From an optimization exercise on the open Yosys and OpenROAD flow, aimed at small area and a short achievable clock period; shortcuts taken in it are not production practice.
In this exercise RTL edits were held to simulation tests only and were not proved equivalent to the original.
Power figures rest on the tool's default switching activity, not on a simulated workload.

==> job 307 <==
==> flow/design.v (excerpt) <==
module cic_stage (
    input  wire        clk,
    input  wire        rst,
    input  wire [2:0]  cfg_k,
    input  wire [6:0]  cfg_d,
    input  wire        in_valid,
    input  wire        in_sync,
    input  wire [31:0] in_data,
    input  wire [5:0]  in_flags,
    input  wire [1:0]  in_range,
    output reg         out_valid,
    output reg  [31:0] out_data,
    output reg  [5:0]  out_flags,
    output reg  [1:0]  out_range,
    output reg  [7:0]  out_seq,
    output reg         out_sat
);
export LEC_CHECK = 0
export CAP_MARGIN = 20
export CORE_MARGIN = 2
export CORE_UTILIZATION = 50
export CTS_CLUSTER_DIAMETER = 60
export CTS_CLUSTER_SIZE = 30
export SLEW_MARGIN = 20
export SYNTH_MEMORY_MAX_BITS = 65536
create_clock -name core_clock -period 15.0 [get_ports {clk}]
standard.sh (not shown) runs the stock make flow with config.mk's settings and CLKGATE_MAP_FILE= SYNTH_SCRIPT=/design/flow/synth_recipe.tcl, a recipe that flattens the netlist after the stock synthesis.
==> flow/flow/run.sh <==
#!/bin/bash
set -euo pipefail
bash standard.sh SETUP_SLACK_MARGIN=10.5 finish > standard_make.log 2>&1
==> job 949 (differences from job 307) <==
--- a/flow/design.v
+++ b/flow/design.v
@@ -334,13 +334,12 @@
   endgenerate
   reg  [4:1][W-1:0] cprev;
   reg  [W-1:0]      v1, v2;
   reg               u1a, u1b, u2a, u2b;   
   reg  [SB-1:0]     sb1, sb2;
   reg  [4:0]        b2;
-  reg  [22:0]       g2;
   reg  [4:1]        sel_c;
   wire [W-1:0] u1_a = s_valid ? integ[5] : v1;
   wire [W-1:0] u1_b = ({W{sel_c[1]}} & cprev[1]) | ({W{sel_c[2]}} & cprev[2]);
   wire [W-1:0] u1_d = u1_a - u1_b;
   wire [W-1:0] u2_a = u1b ? v1 : v2;
   wire [W-1:0] u2_b = ({W{sel_c[3]}} & cprev[3]) | ({W{sel_c[4]}} & cprev[4]);
@@ -362,21 +361,23 @@
     if (u1a)
       cprev[2] <= v1;
     if (u1b) begin
       cprev[3] <= v1;
       sb2      <= sb1;
       b2       <= tb_b;
-      g2       <= tb_g;
     end
     v2 <= u2_d;
     if (u2a)
       cprev[4] <= v2;
   end
   wire [4:0]  tb_b;
   wire [22:0] tb_g;
-  cic_gain_table u_gain (.k(sb1[9:7]), .d(sb1[6:0]), .b(tb_b), .g(tb_g));
+  wire [4:0]  tb_b_unused;
+  wire [22:0] tb_g_unused;
+  cic_gain_table u_bits (.k(sb1[9:7]), .d(sb1[6:0]), .b(tb_b), .g(tb_g_unused));
+  cic_gain_table u_gain (.k(sb2[9:7]), .d(sb2[6:0]), .b(tb_b_unused), .g(tb_g));
   wire [W-1:0] c_final = v2;         
   wire [4:0]   b_m1    = b2 - 5'd1;
   wire [W-1:0] c_t     = $signed(c_final) >>> b_m1;
   reg  [28:0]  c_por;
   integer q;
   always @(*) begin
@@ -385,90 +386,82 @@
       c_por[q] = c_por[q-1] | c_final[q];
   end
   wire [4:0]   b_m2    = b2 - 5'd2;
   wire         c_stk   = (b2 >= 5'd2) && c_por[b_m2];
   wire         c_up    = c_t[0] && (c_stk || c_t[1]);
   wire [32:0]  u_val   = c_t[33:1] + {32'd0, c_up};
-  wire [23:0]  g_full = {1'b1, g2};
-  wire [25:0]  g_x3   = {2'd0, g_full} + {1'd0, g_full, 1'b0};
   reg          s_v;
-  reg  [16:0]  s_uh;                
-  reg  [15:0]  udig;                
-  reg  [23:0]  s_g1;                
-  reg  [25:0]  s_g3;                
+  reg  [32:0]  s_u;
+  reg  [22:0]  s_g;
+  reg  [11:0]  gsel;                
   reg  [8:0]   s_sb;                
   always @(posedge clk) begin
     s_v <= u2b & ~rst;
     if (u2b) begin
-      s_uh <= u_val[32:16];
-      s_g1 <= g_full;
-      s_g3 <= g_x3;
+      s_u  <= u_val;
+      s_g  <= tb_g;
       s_sb <= sb2[SB-1:10];
     end
-    if (u2b)
-      udig <= u_val[15:0];
-    else if (s_v)
-      udig <= s_uh[15:0];
   end
-  function automatic [83:0] csa(input [41:0] a, input [41:0] b, input [41:0] c);
+  function automatic [111:0] csa(input [55:0] a, input [55:0] b, input [55:0] c);
     csa = {a ^ b ^ c, ((a & b) | (a & c) | (b & c)) << 1};
   endfunction
   reg          m_v1, m_v2, m_v3;
-  reg  [41:0]  m_s, m_c;            
+  reg  [55:0]  m_s, m_c;            
   reg          m_stk1;              
   reg  [33:0]  m_hi;                
   reg          m_stk;               
   reg  [8:0]   m_sb2, m_sb;
-  wire [16:0]  m_low = {1'b0, m_s[15:0]} + {1'b0, m_c[15:0]};
-  reg  [41:0]  op [0:10];
-  reg  [41:0]  l1 [0:7];
-  reg  [41:0]  l2 [0:5];
-  reg  [41:0]  l3 [0:3];
-  reg  [41:0]  l4 [0:2];
-  reg  [41:0]  m_sn, m_cn;
-  reg  [25:0]  rowv;
+  wire [12:0]  m_low = {1'b0, m_s[11:0]} + {1'b0, m_c[11:0]};
+  reg  [55:0]  op [0:15];
+  reg  [55:0]  l1 [0:10];
+  reg  [55:0]  l2 [0:7];
+  reg  [55:0]  l3 [0:5];
+  reg  [55:0]  l4 [0:3];
+  reg  [55:0]  l5 [0:2];
+  reg  [55:0]  m_sn, m_cn;
   integer j;
   always @(*) begin
-    for (j = 0; j < 8; j = j + 1) begin
-      case (udig[2*j +: 2])
-        2'd1:    rowv = {2'd0, s_g1};
-        2'd2:    rowv = {1'd0, s_g1, 1'b0};
-        2'd3:    rowv = s_g3;
-        default: rowv = 26'd0;
-      endcase
-      op[j] = {16'd0, rowv} << (2 * j);
-    end
-    op[1][0] = m_v1 & m_low[16];           
-    op[8] = m_v1 ? {16'd0, m_s[41:16]} : 42'd0;
-    op[9] = m_v1 ? {16'd0, m_c[41:16]} : 42'd0;
-    op[10] = (m_v1 & s_uh[16]) ? (42'd0 - ({18'd0, s_g1} << 16)) : 42'd0;
-    for (j = 0; j < 3; j = j + 1)
+    for (j = 0; j < 12; j = j + 1)
+      op[j] = gsel[j] ? ({24'd0, s_u[31:0]} << j) : 56'd0;
+    op[12] = s_u[32] ? (56'd0 - ({44'd0, gsel} << 32)) : 56'd0;
+    op[13] = m_v1 ? {{12{m_s[55]}}, m_s[55:12]} : 56'd0;
+    op[14] = m_v1 ? {{12{m_c[55]}}, m_c[55:12]} : 56'd0;
+    op[15] = {55'd0, m_v1 & m_low[12]};
+    for (j = 0; j < 5; j = j + 1)
       {l1[2*j], l1[2*j+1]} = csa(op[3*j], op[3*j+1], op[3*j+2]);
-    l1[6] = op[9];
-    l1[7] = op[10];
-    for (j = 0; j < 2; j = j + 1)
+    l1[10] = op[15];
+    for (j = 0; j < 3; j = j + 1)
       {l2[2*j], l2[2*j+1]} = csa(l1[3*j], l1[3*j+1], l1[3*j+2]);
-    l2[4] = l1[6];
-    l2[5] = l1[7];
+    l2[6] = l1[9];
+    l2[7] = l1[10];
     for (j = 0; j < 2; j = j + 1)
       {l3[2*j], l3[2*j+1]} = csa(l2[3*j], l2[3*j+1], l2[3*j+2]);
-    {l4[0], l4[1]} = csa(l3[0], l3[1], l3[2]);
-    l4[2] = l3[3];
-    {m_sn, m_cn} = csa(l4[0], l4[1], l4[2]);
+    l3[4] = l2[6];
+    l3[5] = l2[7];
+    for (j = 0; j < 2; j = j + 1)
+      {l4[2*j], l4[2*j+1]} = csa(l3[3*j], l3[3*j+1], l3[3*j+2]);
+    {l5[0], l5[1]} = csa(l4[0], l4[1], l4[2]);
+    l5[2] = l4[3];
+    {m_sn, m_cn} = csa(l5[0], l5[1], l5[2]);
   end
-  wire [39:0] m_sum = m_s[39:0] + m_c[39:0];    
+  wire [43:0] m_sum = m_s[43:0] + m_c[43:0];    
   always @(posedge clk) begin
     m_v1 <= s_v & ~rst;
     m_v2 <= m_v1 & ~rst;
     m_v3 <= m_v2 & ~rst;
+    if (u2b)
+      gsel <= tb_g[11:0];
+    else if (s_v)
+      gsel <= {1'b1, s_g[22:12]};
     m_s <= m_sn;
     m_c <= m_cn;
-    m_stk1 <= |m_low[15:0];
+    m_stk1 <= |m_low[11:0];
     m_sb2  <= s_sb;
-    m_hi   <= m_sum[39:6];
-    m_stk  <= (|m_sum[5:0]) | m_stk1;
+    m_hi   <= m_sum[43:10];
+    m_stk  <= (|m_sum[9:0]) | m_stk1;
     m_sb   <= m_sb2;
   end
   wire signed [34:0] p_shift = {{2{m_hi[33]}}, m_hi[33:1]};
   wire        p_up    = m_hi[0] && (m_stk || m_hi[1]);
   wire signed [34:0] y_full = p_shift + {34'd0, p_up};
   wire        y_hi    = (y_full > 35'sd2147483647);
CAP_MARGIN = 5   (was 20)
CORE_UTILIZATION = 60   (was 50)
SLEW_MARGIN = 5   (was 20)
==> job 1563 (differences from job 307) <==
--- a/flow/design.v
+++ b/flow/design.v
@@ -203,44 +203,45 @@
     output reg         out_sat
 );
   localparam W = 62;
   localparam SB = 19;          
   reg        armed;            
   reg [2:0]  k_r;
-  reg [6:0]  d_r;
   reg        r_take;           
   reg        r_c1;             
   reg        r_xen;            
   reg        r_sync;
   reg [31:0] r_data;
   reg [5:0]  r_flags;
   reg [1:0]  r_range;
+  reg [2:0]  r_k;
+  reg [6:0]  r_d;
   wire       armed_n = armed | r_take;
+  wire [2:0] k_n     = (r_take & r_sync) ? r_k : k_r;
   wire       take_n  = in_valid & ~rst & (in_sync | armed_n);
   always @(posedge clk) begin
     r_take  <= take_n;
-    r_c1    <= take_n & (in_sync | (k_r != 3'd5));
+    r_c1    <= take_n & (in_sync | (k_n != 3'd5));
     r_xen   <= take_n & ~(in_flags[2] | in_flags[5]);
     r_sync  <= in_sync;
     r_data  <= in_data;
     r_flags <= in_flags;
     r_range <= in_range;
-    if (take_n & in_sync) begin
-      k_r   <= cfg_k;
-      d_r   <= cfg_d;
-    end
+    r_k     <= cfg_k;
+    r_d     <= cfg_d;
   end
   reg        first_pending;
+  reg [6:0]  d_r;
   reg [5:0]  phase;
   reg [2:0]  ocnt;             
   reg [5:0]  f_all;            
   reg [5:0]  f_tail;           
   reg [4:1][5:0] xsp;          
   wire       take  = r_take;
-  wire [2:0] ck    = k_r;
-  wire [6:0] cd    = d_r;
+  wire [2:0] ck    = r_sync ? r_k : k_r;
+  wire [6:0] cd    = r_sync ? r_d : d_r;
   wire [5:0] cph   = r_sync ? 6'd0 : phase;
   wire       pf    = (cph == 6'd0);
   wire       last  = ({1'b0, cph} == cd - 7'd1);
   wire       cfirst = r_sync | first_pending;
   wire [2:0] cocnt = r_sync ? 3'd0 : ocnt;
   reg  [2:0] sp_q, sp_r;
@@ -284,12 +285,14 @@
       first_pending <= 1'b0;
     end else if (take) begin
       armed         <= 1'b1;
       first_pending <= cfirst & ~last;
     end
     if (take) begin
+      k_r    <= ck;
+      d_r    <= cd;
       phase  <= last ? 6'd0 : cph + 6'd1;
       f_all  <= fa_n;
       f_tail <= ft_n;
       if (last) begin
         ocnt   <= (cocnt == 3'd7) ? 3'd7 : cocnt + 3'd1;
         xsp[1] <= ft_n;
@@ -334,13 +337,12 @@
   endgenerate
   reg  [4:1][W-1:0] cprev;
   reg  [W-1:0]      v1, v2;
   reg               u1a, u1b, u2a, u2b;   
   reg  [SB-1:0]     sb1, sb2;
   reg  [4:0]        b2;
-  reg  [22:0]       g2;
   reg  [4:1]        sel_c;
   wire [W-1:0] u1_a = s_valid ? integ[5] : v1;
   wire [W-1:0] u1_b = ({W{sel_c[1]}} & cprev[1]) | ({W{sel_c[2]}} & cprev[2]);
   wire [W-1:0] u1_d = u1_a - u1_b;
   wire [W-1:0] u2_a = u1b ? v1 : v2;
   wire [W-1:0] u2_b = ({W{sel_c[3]}} & cprev[3]) | ({W{sel_c[4]}} & cprev[4]);
@@ -362,21 +364,23 @@
     if (u1a)
       cprev[2] <= v1;
     if (u1b) begin
       cprev[3] <= v1;
       sb2      <= sb1;
       b2       <= tb_b;
-      g2       <= tb_g;
     end
     v2 <= u2_d;
     if (u2a)
       cprev[4] <= v2;
   end
   wire [4:0]  tb_b;
   wire [22:0] tb_g;
-  cic_gain_table u_gain (.k(sb1[9:7]), .d(sb1[6:0]), .b(tb_b), .g(tb_g));
+  wire [4:0]  tb_b_unused;
+  wire [22:0] tb_g_unused;
+  cic_gain_table u_bits (.k(sb1[9:7]), .d(sb1[6:0]), .b(tb_b), .g(tb_g_unused));
+  cic_gain_table u_gain (.k(sb2[9:7]), .d(sb2[6:0]), .b(tb_b_unused), .g(tb_g));
   wire [W-1:0] c_final = v2;         
   wire [4:0]   b_m1    = b2 - 5'd1;
   wire [W-1:0] c_t     = $signed(c_final) >>> b_m1;
   reg  [28:0]  c_por;
   integer q;
   always @(*) begin
@@ -385,105 +389,102 @@
       c_por[q] = c_por[q-1] | c_final[q];
   end
   wire [4:0]   b_m2    = b2 - 5'd2;
   wire         c_stk   = (b2 >= 5'd2) && c_por[b_m2];
   wire         c_up    = c_t[0] && (c_stk || c_t[1]);
   wire [32:0]  u_val   = c_t[33:1] + {32'd0, c_up};
-  wire [23:0]  g_full = {1'b1, g2};
-  wire [25:0]  g_x3   = {2'd0, g_full} + {1'd0, g_full, 1'b0};
   reg          s_v;
-  reg  [16:0]  s_uh;                
-  reg  [15:0]  udig;                
-  reg  [23:0]  s_g1;                
-  reg  [25:0]  s_g3;                
+  reg  [32:0]  s_u;
+  reg  [22:0]  s_g;
+  reg  [11:0]  gsel;                
   reg  [8:0]   s_sb;                
   always @(posedge clk) begin
     s_v <= u2b & ~rst;
     if (u2b) begin
-      s_uh <= u_val[32:16];
-      s_g1 <= g_full;
-      s_g3 <= g_x3;
+      s_u  <= u_val;
+      s_g  <= tb_g;
       s_sb <= sb2[SB-1:10];
     end
-    if (u2b)
-      udig <= u_val[15:0];
-    else if (s_v)
-      udig <= s_uh[15:0];
   end
-  function automatic [83:0] csa(input [41:0] a, input [41:0] b, input [41:0] c);
+  function automatic [115:0] csa(input [57:0] a, input [57:0] b, input [57:0] c);
     csa = {a ^ b ^ c, ((a & b) | (a & c) | (b & c)) << 1};
   endfunction
   reg          m_v1, m_v2, m_v3;
-  reg  [41:0]  m_s, m_c;            
+  reg  [57:0]  m_s, m_c;            
   reg          m_stk1;              
-  reg  [33:0]  m_hi;                
+  reg  [35:0]  m_hi;                
   reg          m_stk;               
   reg  [8:0]   m_sb2, m_sb;
-  wire [16:0]  m_low = {1'b0, m_s[15:0]} + {1'b0, m_c[15:0]};
-  reg  [41:0]  op [0:10];
-  reg  [41:0]  l1 [0:7];
-  reg  [41:0]  l2 [0:5];
-  reg  [41:0]  l3 [0:3];
-  reg  [41:0]  l4 [0:2];
-  reg  [41:0]  m_sn, m_cn;
-  reg  [25:0]  rowv;
+  wire [12:0]  m_low = {1'b0, m_s[11:0]} + {1'b0, m_c[11:0]};
+  reg  [57:0]  op [0:15];
+  reg  [57:0]  l1 [0:10];
+  reg  [57:0]  l2 [0:7];
+  reg  [57:0]  l3 [0:5];
+  reg  [57:0]  l4 [0:3];
+  reg  [57:0]  l5 [0:2];
+  reg  [57:0]  m_sn, m_cn;
   integer j;
   always @(*) begin
-    for (j = 0; j < 8; j = j + 1) begin
-      case (udig[2*j +: 2])
-        2'd1:    rowv = {2'd0, s_g1};
-        2'd2:    rowv = {1'd0, s_g1, 1'b0};
-        2'd3:    rowv = s_g3;
-        default: rowv = 26'd0;
-      endcase
-      op[j] = {16'd0, rowv} << (2 * j);
-    end
-    op[1][0] = m_v1 & m_low[16];           
-    op[8] = m_v1 ? {16'd0, m_s[41:16]} : 42'd0;
-    op[9] = m_v1 ? {16'd0, m_c[41:16]} : 42'd0;
-    op[10] = (m_v1 & s_uh[16]) ? (42'd0 - ({18'd0, s_g1} << 16)) : 42'd0;
-    for (j = 0; j < 3; j = j + 1)
+    for (j = 0; j < 12; j = j + 1)
+      op[j] = gsel[j] ? ({26'd0, s_u[31:0]} << j) : 58'd0;
+    op[12] = s_u[32] ? (58'd0 - ({46'd0, gsel} << 32)) : 58'd0;
+    op[13] = m_v1 ? {{12{m_s[57]}}, m_s[57:12]} : 58'd0;
+    op[14] = m_v1 ? {{12{m_c[57]}}, m_c[57:12]} : 58'd0;
+    op[15] = {57'd0, m_v1 & m_low[12]};
+    for (j = 0; j < 5; j = j + 1)
       {l1[2*j], l1[2*j+1]} = csa(op[3*j], op[3*j+1], op[3*j+2]);
-    l1[6] = op[9];
-    l1[7] = op[10];
-    for (j = 0; j < 2; j = j + 1)
+    l1[10] = op[15];
+    for (j = 0; j < 3; j = j + 1)
       {l2[2*j], l2[2*j+1]} = csa(l1[3*j], l1[3*j+1], l1[3*j+2]);
-    l2[4] = l1[6];
-    l2[5] = l1[7];
+    l2[6] = l1[9];
+    l2[7] = l1[10];
     for (j = 0; j < 2; j = j + 1)
       {l3[2*j], l3[2*j+1]} = csa(l2[3*j], l2[3*j+1], l2[3*j+2]);
-    {l4[0], l4[1]} = csa(l3[0], l3[1], l3[2]);
-    l4[2] = l3[3];
-    {m_sn, m_cn} = csa(l4[0], l4[1], l4[2]);
+    l3[4] = l2[6];
+    l3[5] = l2[7];
+    for (j = 0; j < 2; j = j + 1)
+      {l4[2*j], l4[2*j+1]} = csa(l3[3*j], l3[3*j+1], l3[3*j+2]);
+    {l5[0], l5[1]} = csa(l4[0], l4[1], l4[2]);
+    l5[2] = l4[3];
+    {m_sn, m_cn} = csa(l5[0], l5[1], l5[2]);
   end
-  wire [39:0] m_sum = m_s[39:0] + m_c[39:0];    
+  wire [45:0] m_sum = m_s[45:0] + m_c[45:0];    
   always @(posedge clk) begin
     m_v1 <= s_v & ~rst;
     m_v2 <= m_v1 & ~rst;
     m_v3 <= m_v2 & ~rst;
+    if (u2b)
+      gsel <= tb_g[11:0];
+    else if (s_v)
+      gsel <= {1'b1, s_g[22:12]};
     m_s <= m_sn;
     m_c <= m_cn;
-    m_stk1 <= |m_low[15:0];
-    m_sb2  <= s_sb;
-    m_hi   <= m_sum[39:6];
-    m_stk  <= (|m_sum[5:0]) | m_stk1;
-    m_sb   <= m_sb2;
+    if (m_v1) begin
+      m_stk1 <= |m_low[11:0];
+      m_sb2  <= s_sb;
+    end
+    if (m_v2) begin
+      m_hi  <= m_sum[45:10];
+      m_stk <= (|m_sum[9:0]) | m_stk1;
+      m_sb  <= m_sb2;
+    end
   end
-  wire signed [34:0] p_shift = {{2{m_hi[33]}}, m_hi[33:1]};
+  wire signed [34:0] p_shift = m_hi[35:1];
   wire        p_up    = m_hi[0] && (m_stk || m_hi[1]);
   wire signed [34:0] y_full = p_shift + {34'd0, p_up};
   wire        y_hi    = (y_full > 35'sd2147483647);
   wire        y_lo    = (y_full < -35'sd2147483648);
   wire [31:0] y_clamp = y_hi ? 32'h7fff_ffff : y_lo ? 32'h8000_0000 : y_full[31:0];
   always @(posedge clk) begin
     if (rst)
       out_valid <= 1'b0;
     else
       out_valid <= m_v3;
-    out_data  <= y_clamp;
-    out_flags <= m_sb[8:3] | {5'd0, y_hi | y_lo};
-    out_range <= m_sb[2:1];
-    out_sat   <= y_hi | y_lo;
-    if (m_v3)
-      out_seq <= m_sb[0] ? 8'd0 : out_seq + 8'd1;
+    if (m_v3) begin
+      out_data  <= y_clamp;
+      out_flags <= m_sb[8:3] | {5'd0, y_hi | y_lo};
+      out_range <= m_sb[2:1];
+      out_seq   <= m_sb[0] ? 8'd0 : out_seq + 8'd1;
+      out_sat   <= y_hi | y_lo;
+    end
   end
 endmodule
==> flow/run.sh (new file) <==
#!/bin/bash
# synth_recipe.tcl (not shown) runs the flow's synth.tcl, then flattens the netlist and writes it again
# the make line also repeats each setting of config.mk as NAME=value (left out here)
make -C /OpenROAD-flow-scripts/flow DESIGN_CONFIG=/design/flow/config.mk WORK_HOME=/design/flow/orfs CLKGATE_MAP_FILE= SYNTH_SCRIPT=/design/flow/synth_recipe.tcl finish
ABC_CLOCK_PERIOD_IN_PS = 4500   (was not set)
CTS_CLUSTER_DIAMETER = not set   (was 60)
CTS_CLUSTER_SIZE = not set   (was 30)
SETUP_SLACK_MARGIN = 5   (was not set)
removed: flow/flow/run.sh
removed: flow/standard.sh
==> qor summary <==
Met3 WL post-DR: job 1563 15400 µm; job 949 17500 µm; job 307 17200 µm
Number of vias per cell: job 1563 5.88; job 949 6.13; job 307 6.03
Clock buffer cells: job 1563 194; job 949 117; job 307 127
Most common cell type on the critical path: job 1563 a21oi_1; job 949 fa_1; job 307 ha_1
Sequential share of cell area: job 1563 30.9%; job 949 30.2%; job 307 31.3%
Router iterations before antenna repair: job 1563 8; job 949 7; job 307 7
Internal Pwr Total: job 1563 7.17 mW; job 949 6.57 mW; job 307 6.76 mW
Number of fillers in the final layout: job 1563 15800; job 949 11700; job 307 15000
Signal inverters: job 1563 531; job 949 511; job 307 395
Critical Path Fanout Max: job 1563 58; job 949 18; job 307 9
Mean routed wirelength per cell: job 1563 21.3 µm; job 949 21.1 µm; job 307 21.8 µm
Cell area after placement: job 1563 91000 µm²; job 949 88600 µm²; job 307 87700 µm²
NetSw: job 1563 3.43 mW; job 949 3.45 mW; job 307 3.46 mW
Count of state elements after synthesis: job 1563 1219; job 949 1207; job 307 1235
Total of plain and repair buffers excluding clock buffers: job 1563 193; job 949 254; job 307 315
Diodes inserted: job 1563 1; job 949 3; job 307 3
First-pass GRT wire length: job 1563 389000 µm; job 949 367000 µm; job 307 378000 µm
Sequential standard cell area: job 1563 29600 µm²; job 949 28400 µm²; job 307 29300 µm²
Final weighted congestion in routability-driven placement: job 1563 0.974; job 949 1.03; job 307 0.997
Global routing usage on met3: job 1563 4.28%; job 949 5.30%; job 307 4.93%
RSZ-0062 raised after global routing: job 1563 no; job 949 yes; job 307 yes
Area of the mapped netlist: job 1563 88100 µm²; job 949 86300 µm²; job 307 84600 µm²
ClkCell Share: job 1563 4.95%; job 949 4.35%; job 307 4.46%
Status: job 1563 complete, no violations; job 949 complete, no violations; job 307 complete, no violations
Data-path buffer share of cell area in the final layout: job 1563 1.81%; job 949 2.77%; job 307 3.43%
Row Count: job 1563 154; job 949 139; job 307 150
Cell count after placement: job 1563 11400; job 949 10800; job 307 10900

static timing again, ports no longer ideal:
The flow's constraints put no driver on any port. The routed layouts listed below were extracted and timed again, unchanged, in two steps.
Step 1: set_driving_cell puts a clkbuf_16 on clk and a buf_2 on each other input, an assumption about the parent block.
Step 2 moves the port delays by t, midway between the first and last clock arrival at a register: inputs arrive t later, outputs are due t later. That takes back most of the time a late clock gives input paths.
a / b / c = no drivers / after step 1 / after step 2; a / b = the first two.
run	shift t [ns]	setup slack, ns	clock arrival spread, ns	worst slew at a driven data input, ns	cell pins on the clock port's net
job 307	0.855	10.528 / 10.515 / 10.504	0.037 / 0.037	0.07	1
job 949	0.833	10.480 / 10.477 / 10.480	0.060 / 0.060	0.04	1
job 1563	0.881	9.097 / 9.097 / 9.097	0.033 / 0.033	0.06	1
After both steps every run listed still meets setup and hold. For job 307, which loses most, drivers alone change the setup slack by -0.013 ns; drivers and shift together by -0.024 ns.
